From an optimization exercise on the open Yosys and OpenROAD flow, aimed at small area, a short achievable clock period and few clock cycles per item; shortcuts taken in it are not production practice. The RTL was checked by simulation tests, not by an equivalence proof against the original design.

==> inputs of 07-18 <==
==> flow/design.v (excerpt) <==
module fl_comp (
    input  wire               clk,
    input  wire               rst,
    input  wire               in_valid,
    output wire               in_ready,
    input  wire               in_start,      
    input  wire               in_settle,     
    input  wire               in_forced,     
    input  wire               in_ff_en,      
    input  wire signed [23:0] in_p,          
    input  wire        [13:0] in_centre,     
    input  wire signed [8:0]  in_code,       
    input  wire signed [17:0] in_ffd,        
    input  wire signed [23:0] cfg_ki,
    input  wire signed [23:0] cfg_b0,
    input  wire signed [23:0] cfg_b1,
    input  wire signed [23:0] cfg_b2,
    input  wire signed [23:0] cfg_a1,
    input  wire signed [23:0] cfg_a2,
    input  wire        [3:0]  cfg_gsh,
    input  wire        [15:0] cfg_imin,
    input  wire        [15:0] cfg_imax,
    input  wire        [15:0] cfg_dmin,
    input  wire        [15:0] cfg_dmax,
    input  wire        [15:0] cfg_ipre,
    input  wire        [15:0] cfg_ffd_max,
    input  wire               cfg_ovr_int,
    output reg                out_valid,
    output reg         [15:0] out_d,
    output reg                out_dsat_hi,
    output reg                out_dsat_lo,
    output reg                out_hold,
    output reg  signed [17:0] out_x,
    output reg  signed [39:0] out_i
);
Settings: LEC_CHECK=0, ABC_AREA=1, CAP_MARGIN=20, CORE_MARGIN=2, CORE_UTILIZATION=40, SLEW_MARGIN=45; clock period 45.0 ns.
standard.sh (not shown) runs the stock make flow with config.mk's settings and CLKGATE_MAP_FILE= SYNTH_SCRIPT=/design/flow/synth_recipe.tcl, a recipe that flattens the netlist after the stock synthesis.
==> flow/flow/run.sh <==
#!/bin/bash
# The standard layout (the standard.sh) with two changes in how it is made:
#  - Yosys's synth skips its early generic ABC pass (-noabc). The design's
#    carry-save trees are written out as full adders; that pass re-encodes
#    their polarity, so extract_fa then needs an inverter on many adder pins.
#    Registers are untouched; the final ABC mapping runs as usual.
#  - the port buffers are buf_2 cells instead of the default delay-buffer pick.
set -euo pipefail
export SYNTH_ARGS=-noabc
export BUFFER_PORTS_ARGS="-buffer_cell sky130_fd_sc_hd__buf_2"
bash standard.sh > standard_flow.log 2>&1
==> inputs of 03-14, as changes to 07-18 <==
--- a/flow/design.v
+++ b/flow/design.v
@@ -54,11 +54,11 @@
                      : acc ? (in_start ? 4'd1 : gdiff)
                      : ((s0_cnt != 4'd0) ? s0_cnt - 4'd1 : 4'd0);
     always @(posedge clk) begin
         v0         <= acc;
         s0_cnt     <= cnt_d;
-        rdy_q      <= rst | (acc ? (~in_start & (cfg_gsh == la_g)) : (s0_cnt[3:1] == 3'd0));
+        rdy_q      <= (cnt_d == 4'd0);
         if (acc)
             la_g   <= cfg_gsh;
         s0_start   <= in_start;
         s0_settle  <= in_settle;
         s0_forced  <= in_forced;
--- a/flow/config.mk
+++ b/flow/config.mk
@@ -6,7 +6,7 @@
 export NUM_CORES = 4
 export LEC_CHECK = 0
 export ABC_AREA = 1
 export CAP_MARGIN = 20
 export CORE_MARGIN = 2
-export CORE_UTILIZATION = 40
-export SLEW_MARGIN = 45
+export CORE_UTILIZATION = 55
+export SLEW_MARGIN = 20
==> results.txt <==
In 07-18 the routed wire length is lower than in 03-14, by about 2.7%.
Of 03-14 and 07-18, 07-18 has the higher cell area (gap 1.6%, measured against 07-18).
Between 03-14 and 07-18, the lower via count is in 07-18 (gap 2.6%, measured against 07-18).
Between 07-18 and 03-14, the lower non-clock buffer count is in 03-14 (gap 44).
Against 07-18, the count of clock-buffer cells in the layout of 03-14 is lower by 9.
Between 03-14 and 07-18, the lower clock skew is in 03-14 (gap 0.030 ns).
Die area: 03-14 is lower than 07-18 (about 27%).
Testbench counts of 07-18, summed over its fixed seeds: cycles 12,143, items 12,000.
Testbench counts of 03-14, summed over its fixed seeds: cycles 12,143, items 12,000.

==> run a <==
RTL: one of the versions met above, not the one the previous note started from.
==> flow/config.mk <==
export PLATFORM = sky130hd
export DESIGN_NAME = fl_comp
export DESIGN_NICKNAME = fl_comp
export VERILOG_FILES = /design/flow/design.v
export SDC_FILE = /design/flow/constraint.sdc
export NUM_CORES = 4
export LEC_CHECK = 0
export ABC_AREA = 1
export CAP_MARGIN = 20
export CORE_MARGIN = 2
export CORE_UTILIZATION = 40
export SLEW_MARGIN = 45
==> flow/constraint.sdc <==
create_clock -name core_clock -period 45.0 [get_ports {clk}]
set_input_delay 9.0000 -clock core_clock [delete_from_list [all_inputs] [get_ports {clk}]]
set_output_delay 9.0000 -clock core_clock [all_outputs]
set_load 0.01 [all_outputs]
Scripts as last shown in full above: flow/flow/run.sh
==> run b (differences from run a) <==
--- a/flow/config.mk
+++ b/flow/config.mk
@@ -9,4 +9,4 @@
 export CAP_MARGIN = 20
 export CORE_MARGIN = 2
 export CORE_UTILIZATION = 40
-export SLEW_MARGIN = 45
+export SLEW_MARGIN = 30
==> qor summary <==
	run b	run a
Worst relative slew slack	25.28%	36.15%
Fraction of met3 tracks used by global routing	14.31%	14.56%
Count of cell instances traversed by the critical path	36	1
Total clock buffers created by CTS	115	112
First drt pass iteration count	10	9
Setup crit end	i_q[39]	in_ready
Clock Buffer Count	146	150
Via-per-instance ratio	6.194	6.187
Transition time at the pin with the least slew margin	1.090 ns	0.9546 ns
Placed cell area	0.1295 mm2	0.1298 mm2
Beginning of the critical path	s1_ki_neg[3]	rdy_q
Result of the run	complete, no violations	complete, no violations
Hold worst-path end	s2_dmin[9]	s2_dmin[8]
Met1 Wirelength	194100 um	193900 um
Detailed route wirelength on metal2	210200 um	211500 um
Count of fill cells added during filler insertion	29770	29830
Worst setup path category	reg2reg	reg2out
Testbench counts of run a, summed over its fixed seeds: cycles 12,143, items 12,000.
Testbench counts of run b, summed over its fixed seeds: cycles 12,143, items 12,000.

[separate check: timing with driven ports]
Ports are ideal in the flow. The routed layouts listed here were re-timed in OpenROAD.
Step 1 sets driving cells, clkbuf_16 on the clock port and buf_2 on the other inputs (assumed; they add their load-dependent delay and slew).
Step 2 adds t to the input delays and takes it off the output delays; t is the mean of the earliest and latest rising clock arrival at the registers after step 1. Input paths then give back, and output paths get back, about the clock's delay inside the block.
Three values: ideal, step 1, step 2; two values: the first two.
run	t (ns)	slack for setup (ns)	clock arrival spread, ns	cell pins on the clock port's net
07-18	1.022	34.526 / 34.427 / 34.198	0.134 / 0.133	1
03-14	0.923	34.368 / 34.447 / 33.523	0.097 / 0.097	1
run a	0.993	34.598 / 34.485 / 33.714	0.095 / 0.094	1
run b	1.004	34.538 / 34.451 / 33.691	0.105 / 0.104	1
After both steps every run listed still meets setup and hold. For run a, which loses most, drivers alone change the setup slack by -0.113 ns; drivers and shift together by -0.884 ns.
